What follows belongs to an exercise in optimizing a design on an open flow for small area, a short achievable clock period and few clock cycles per item; a production flow would make more cautious choices. Function was checked by simulation only, so behaviour that the tests miss may differ from the original. Power is estimated from default activity; no workload was simulated.

## wip/xenon
// fpu32
module fpu32 (
    input  wire        clk,
    input  wire        rst,
    input  wire        in_valid,
    input  wire [3:0]  in_op,
    input  wire [1:0]  in_rm,
    input  wire        in_cnan,
    input  wire [31:0] in_a,
    input  wire [31:0] in_b,
    input  wire [31:0] in_c,
    output wire        out_valid,
    output wire [31:0] out_result,
    output wire [4:0]  out_flags
);
Size: about 720 flip-flops, ~50000 um2 of cells after synthesis.
export LEC_CHECK = 0
export CAP_MARGIN = 5
export CORE_MARGIN = 2
export CORE_UTILIZATION = 40
export SLEW_MARGIN = 5
create_clock -name core_clock -period 11.5 [get_ports {clk}]
standard.sh (not shown) runs the stock make flow with config.mk's settings and CLKGATE_MAP_FILE= SYNTH_SCRIPT=/design/flow/synth_recipe.tcl, a recipe that flattens the netlist after the stock synthesis.
==> flow/flow/run.sh <==
#!/bin/bash
# Layout flow: the standard synthesis unchanged, then the standard ORFS
# layout steps with a larger setup margin for the resizer's timing repair,
# so that it keeps improving paths well below the 11.5 ns clock.
set -euo pipefail
MARGIN=$(cat flow/margin.txt)
bash standard.sh synth > synth.log 2>&1
bash standard.sh SETUP_SLACK_MARGIN=$MARGIN finish > layout.log 2>&1
==> flow/flow/margin.txt <==
7.5
Testbench counts of wip/xenon, summed over its fixed seeds: cycles 16,056, items 16,000.
Input-level comparison between wip/umber and wip/xenon:
--- a/flow/config.mk
+++ b/flow/config.mk
@@ -7,5 +7,8 @@
 export LEC_CHECK = 0
-export CAP_MARGIN = 5
+export CAP_MARGIN = 20
 export CORE_MARGIN = 2
 export CORE_UTILIZATION = 40
-export SLEW_MARGIN = 5
+export CTS_CLUSTER_DIAMETER = 100
+export CTS_CLUSTER_SIZE = 25
+export SLEW_MARGIN = 20
+export TNS_END_PERCENT = 20
==> comparison <==
- Per the comparison of wip/umber with wip/xenon, design area -2100 um2; power share of the clock group shows a reduction of 6.3 points; fraction of the core area covered by cells at the end of the flow shows a reduction of 1.7 points.
- Compared with wip/xenon, wip/umber shows sequential fraction of total cell area higher by 0.97 points.
- Share of cells above drive strength 1: wip/umber vs wip/xenon down 1.9 points
- STATUS worst hold slack across all endpoints: wip/umber wins against wip/xenon
[inputs] wip/delta vs wip/umber
==> flow/flow/margin.txt <==
7.6
--- a/flow/config.mk
+++ b/flow/config.mk
@@ -13,2 +13 @@
 export SLEW_MARGIN = 20
-export TNS_END_PERCENT = 20
==> notes.md <==
As far as number of unique standard cell types used by synthesis goes, wip/umber and wip/delta are indistinguishable; the numbers are identical.
Pin slew with the least headroom to its limit was higher in wip/umber than in wip/delta.
Across both runs, depth of the most critical reg-to-reg path was higher for wip/delta than for wip/umber.
wip/umber has higher total global routing track utilization than wip/delta.
As far as synthesized instance count goes, wip/umber and wip/delta are indistinguishable; the numbers are identical.
Of wip/delta and wip/umber, wip/delta shows the higher total inserted antenna cells, with wip/umber below it.
Setup slack for wip/delta: 0.13 ns up relative to wip/umber
Total chip power ends up higher on wip/delta.
wip/delta reached the final stage; the timing, design-rule and antenna checks on its layout passed.
Looking at global-route wire length before repair, wip/delta sits below wip/umber.
The detailed-route wire length per cell of wip/delta falls short of that of wip/umber by 0.79%.
The following lists how wip/pepper was set up differently from wip/delta:
==> flow/flow/margin.txt <==
7.5
Notes after the runs:
- Going from wip/delta to wip/pepper, detailed-routed wire length on met2 now sits higher; number of buffers added by the clock tree synthesis step now sits lower; worst setup slack now sits higher; global-route wire length before repair now sits higher; detailed router's first-iteration violation count now sits higher.
- Comparing wip/delta with wip/pepper, the via count of the routed design came out essentially unchanged.
Changes in wip/cedar relative to wip/pepper:
--- a/flow/config.mk
+++ b/flow/config.mk
@@ -10,4 +10,3 @@
 export CORE_UTILIZATION = 40
-export CTS_CLUSTER_DIAMETER = 100
-export CTS_CLUSTER_SIZE = 25
+export PLACE_DENSITY = 0.75
 export SLEW_MARGIN = 20
==> notes.md <==
- wip/cedar vs wip/pepper: overall routing resource usage down
- wip/cedar completed end to end with timing, DRC and antenna clean.
- Side by side, final routed wire length divided by cell count turned out lower in wip/cedar than in wip/pepper.
- The CTS buffer count in wip/pepper is 0.49 times that in wip/cedar.
- wip/pepper -> wip/cedar: global-route wire length before repair decreased slightly
- Diff wip/pepper -> wip/cedar: total length of routed met3 wires now sits higher, sequential share of layout area decreased 0.74 points, DRC violation total after the first TritonRoute iteration rose 739.
- Sort wip/pepper and wip/cedar by worst setup slack, ascending, and wip/cedar comes first.
- Re synthesized cell count: no difference whatsoever between wip/cedar and wip/pepper.
- Delta (wip/cedar minus wip/pepper): final area climbed 1600 um2, multi-input gate area in the final layout barely changed.

---

== oak ==
fpu32, a different RTL version from the one above (not shown whole).
Size in the first run: about 5600 cells after synthesis, roughly 630 flip-flops, about 49000 um^2 of cells after synthesis.
export LEC_CHECK = 0
export CAP_MARGIN = 20
export CORE_MARGIN = 2
export CORE_UTILIZATION = 50
export CTS_CLUSTER_DIAMETER = 140
export CTS_CLUSTER_SIZE = 25
export GPL_ROUTABILITY_DRIVEN = 0
export SLEW_MARGIN = 20
create_clock -name core_clock -period 11.5 [get_ports {clk}]
==> flow/flow/margin.txt <==
7.5
Scripts as last shown in full above: flow/flow/run.sh
Testbench counts of oak, summed over its fixed seeds: cycles 16,048, items 16,000.
For pine, these inputs were changed with respect to oak:
Settings: changing CTS_CLUSTER_DIAMETER from 140 to 100; changing CORE_UTILIZATION from 50 to 45.
Findings:
Clock buffer count in the final layout grows by more than 10% when moving from oak to pine. [compare] base=oak new=pine: initial antenna violation count has increased, critical path depth in cells has decreased, setup slack has increased, final core area utilization has decreased. oak vs pine, start point of the critical path: mul1 vs in_op[2]. pine vs oak: wire length up. Worst hold slack after final layout: oak vs pine, no meaningful difference. Compare oak and pine | area of all placed cells without fillers lower: oak.

---

fpu32, a different RTL version from the one above (not shown whole).
Size in the first run: roughly 680 flip-flops, about 140 I/O pins, ~0.047 mm^2 of cells after synthesis.
export LEC_CHECK = 0
export CAP_MARGIN = 20
export CORE_MARGIN = 2
export CORE_UTILIZATION = 40
export SLEW_MARGIN = 20
create_clock -name core_clock -period 11.5 [get_ports {clk}]
==> flow/flow/margin.txt <==
7.0
Scripts as last shown in full above: flow/flow/run.sh
The baseline completed with no timing, DRC or antenna violations.
Testbench counts at the start, summed over its fixed seeds: cycles 16,056, items 16,000.
Then changed:
==> flow/flow/margin.txt (replaced) <==
7.5
Outcome: The new run ran to the end with no violations. Design area rose by 6.1%. Critical path depth rose by 4. Worst hold slack loses 0.0061 ns. Count of clock-buffer cells in the layout rose by 12. Synthesized area does not change. Routed wire length rose by 3.0%. Die area does not change. Utilization rose by 2.8 points.
Then changed:
==> flow/flow/margin.txt (replaced) <==
8.0
Core utilization went up by 3.9 points.
Count of clock-buffer cells in the layout went up by 2.
Total power went up by roughly a tenth.
Fmax went down slightly.
Final area went up by a little under a tenth.
Clock power went down by a little under a tenth.

---

Setup of run 1:
RTL: one of the versions met above, not the one the previous note started from.
Size in the first run: roughly 5600 cells after synthesis, ~140 I/O pins, ~50000 µm² of cells after synthesis.
export LEC_CHECK = 0
export CAP_MARGIN = 20
export CORE_MARGIN = 2
export CORE_UTILIZATION = 40
export CTS_CLUSTER_DIAMETER = 100
export CTS_CLUSTER_SIZE = 30
export SLEW_MARGIN = 20
create_clock -name core_clock -period 11.5 [get_ports {clk}]
==> flow/flow/margin.txt <==
7.5
Scripts as last shown in full above: flow/flow/run.sh
Run 1: no failed stages, no open violations at the end
Testbench counts of run 1, summed over its fixed seeds: cycles 16,056, items 16,000.
### run 1 -> run 2
Settings: changing CTS_CLUSTER_SIZE from 30 to 20.
## What came out
Against run 1, static leakage power in run 2 rose slightly.
Compared run 1 against run 2; design area within noise.
For the clock-cell share of area, run 2 came in 0.27 points higher than run 1 did.
Run 2 — largest fanout of any net on the critical path 1 higher, run 1 as reference
Modified inputs, run 3 compared to run 2
Settings: removing CTS_CLUSTER_DIAMETER (formerly 100); setting ABC_AREA to 1 for the first time; removing CTS_CLUSTER_SIZE (formerly 20).
Results
- Run 3 finished end to end and its layout was clean on timing, DRC and antenna.
- Delta(part of the power in the clock network, run 3 - run 2) > 0
- Run 3 vs run 2, highest layer used for signal routing: met4 vs met5
- Between run 2 and run 3, the flow reports count of unique library cells instantiated by Yosys decreasing by more than a quarter.
- Compared with run 2, run 3 shows a post-synthesis xor/xnor area fraction that is 1.5 points lower.
- Changes observed in run 3 relative to run 2: number of buffers inserted to repair setup after CTS increased by 47 relative to the old numbers, post-route standard cell area excluding fillers increased by 6.1% relative to the old numbers.
What run 4 does differently from run 3 at the input level:
Settings: removing ABC_AREA (formerly 1).
Results
Run 4 reached the end of the flow, and the finished layout is clean on the timing, design-rule and antenna checks.
Compared to run 3, run 4 shows a narrower setup margin.
Taking run 3 as the reference, in run 4 layout multi-input combinational cell count lost about 15%, number of vias after detailed routing lost 4636, power picked up an extra 1.8%, floorplan die area lost about 3%.
Run 4 ends up with higher biggest cell delay along the critical path than run 3 does.
Run 4 has fraction of met3 tracks used by global routing below what run 3 had.
The startpoint of the most critical setup path comes out in_b[24] in one run and in_a[23] in the other, namely in run 3 and run 4 respectively.
Delta (run 4 minus run 3): minimum clock period after layout has increased, floorplan die width has decreased, area overhead of the layout relative to synthesis has decreased.

---

fpu32 with an RTL version that a note above also has.
Size in the first run: ~5600 cells after synthesis, about 630 flip-flops.
Design fpu32, start of the top module:
module fpu32 (
    input  wire        clk,
    input  wire        rst,
    input  wire        in_valid,
    input  wire [3:0]  in_op,
    input  wire [1:0]  in_rm,
    input  wire        in_cnan,
    input  wire [31:0] in_a,
    input  wire [31:0] in_b,
    input  wire [31:0] in_c,
    output wire        out_valid,
    output wire [31:0] out_result,
    output wire [4:0]  out_flags
);
    localparam [3:0] OP_FADD = 4'h0, OP_FSUB = 4'h1, OP_FMUL = 4'h2,
                     OP_FMA  = 4'h5, OP_FMS  = 4'h6, OP_FMAX = 4'h8,
                     OP_FNEG = 4'h9, OP_FABS = 4'hA;
    localparam [1:0] RNE = 2'd0, RTZ = 2'd1, RDN = 2'd2, RUP = 2'd3;
    localparam [31:0] DEFAULT_NAN = 32'h7FC0_0000;
    localparam [31:0] ONE         = 32'h3F80_0000;
    localparam C3 = 1, C4 = 1, C5 = 1, C6 = 1;
    localparam NST = 2 + C3 + C4 + C5 + C6;
    reg [NST-1:0] vpipe;
    always @(posedge clk) begin
        if (rst) vpipe <= {NST{1'b0}};
  ...
Settings: LEC_CHECK=0, CAP_MARGIN=20, CORE_MARGIN=2, CORE_UTILIZATION=55, CTS_CLUSTER_DIAMETER=100, CTS_CLUSTER_SIZE=25, SLEW_MARGIN=20; clock period 11.5 ns.
Scripts as last shown in full above: flow/flow/run.sh, flow/flow/margin.txt
The starting point produced a clean layout.
Testbench counts at the start, summed over its fixed seeds: cycles 16,048, items 16,000.
Change:
Settings changed: CORE_UTILIZATION 55 to 50, GPL_ROUTABILITY_DRIVEN set to 0.
What happened: Via count falls by 0.84%; clock-buffer cell count is lower by 2; register-to-register slack is better by 0.03 ns; worst setup slack improves by 0.034 ns.
Change:
Settings changed: CORE_UTILIZATION 50 to 40.
Global-route usage went down by 6.4 points.
Via count is about the same.
Fmax fell by 2.1%.
Count of clock-buffer cells in the layout goes up by 3.
Final area increases by 0.97%.
Routed wire length climbs by 0.71%.
Non-clock buffer count came out higher by 5.

## separate check: timing with driven ports
The results above use ideal ports. As a check the final layouts listed here were re-extracted and re-timed, cells and wires unchanged. Step 1: set_driving_cell puts a clkbuf_16 on clk and a buf_2 on each other input, an assumption about the parent block. Step 2 times the ports against the registers' clock, not the clock port: input delays grow and output delays shrink by t, the midpoint of the rising clock arrivals with the driver on. Slacks: no drivers / after step 1 / after step 2; pairs: no drivers / after step 1.
| run | t (ns) | setup slack, ns | worst hold slack (ns) | worst setup path at the end | latest minus earliest clock arrival (ns) |
|---|---|---|---|---|---|
| wip/xenon | 0.763 | 7.485 / 7.492 / 6.779 | 0.320 / 0.320 / 0.320 | input to register | 0.035 / 0.036 |
| wip/umber | 0.714 | 7.401 / 7.438 / 6.724 | 0.331 / 0.331 / 0.331 | input to register | 0.038 / 0.038 |
| wip/delta | 0.714 | 7.531 / 7.553 / 6.841 | 0.329 / 0.329 / 0.329 | input to register | 0.049 / 0.049 |
| wip/pepper | 0.713 | 7.552 / 7.536 / 6.880 | 0.334 / 0.334 / 0.334 | input to register | 0.047 / 0.048 |
| wip/cedar | 0.755 | 7.412 / 7.412 / 6.765 | 0.316 / 0.316 / 0.316 | input to register | 0.044 / 0.044 |
| oak | 0.746 | 7.495 / 7.495 / 6.931 | 0.331 / 0.331 / 0.331 | input to register | 0.043 / 0.043 |
| pine | 0.707 | 7.504 / 7.523 / 6.849 | 0.332 / 0.332 / 0.332 | input to register | 0.053 / 0.053 |
| the first run of note 3 | 0.716 | 7.099 / 7.099 / 7.099 | 0.324 / 0.324 / 0.324 | register to register | 0.038 / 0.038 |
| the second run of note 3 | 0.733 | 7.482 / 7.482 / 7.482 | 0.318 / 0.318 / 0.318 | register to register | 0.045 / 0.046 |
| the third run of note 3 | 0.727 | 7.438 / 7.438 / 7.438 | 0.325 / 0.325 / 0.325 | register to register | 0.066 / 0.066 |
| run 1 | 0.718 | 7.540 / 7.510 / 6.867 | 0.330 / 0.330 / 0.330 | input to register | 0.053 / 0.053 |
| run 2 | 0.743 | 7.485 / 7.485 / 6.856 | 0.330 / 0.330 / 0.330 | input to register | 0.044 / 0.044 |
| run 3 | 0.770 | 7.557 / 7.526 / 6.837 | 0.321 / 0.321 / 0.321 | input to register | 0.047 / 0.047 |
| run 4 | 0.756 | 7.517 / 7.479 / 6.809 | 0.316 / 0.316 / 0.316 | input to register | 0.039 / 0.039 |
| the first run of note 5 | 0.669 | 7.533 / 7.533 / 6.994 | 0.333 / 0.333 / 0.333 | input to register | 0.027 / 0.027 |
| the second run of note 5 | 0.678 | 7.567 / 7.567 / 6.992 | 0.332 / 0.332 / 0.332 | input to register | 0.028 / 0.028 |
| the third run of note 5 | 0.682 | 7.481 / 7.527 / 6.845 | 0.333 / 0.333 / 0.333 | input to register | 0.038 / 0.038 |
After both steps every run listed still meets setup and hold. For run 3, which loses most, drivers alone change the setup slack by -0.031 ns; drivers and shift together by -0.720 ns.
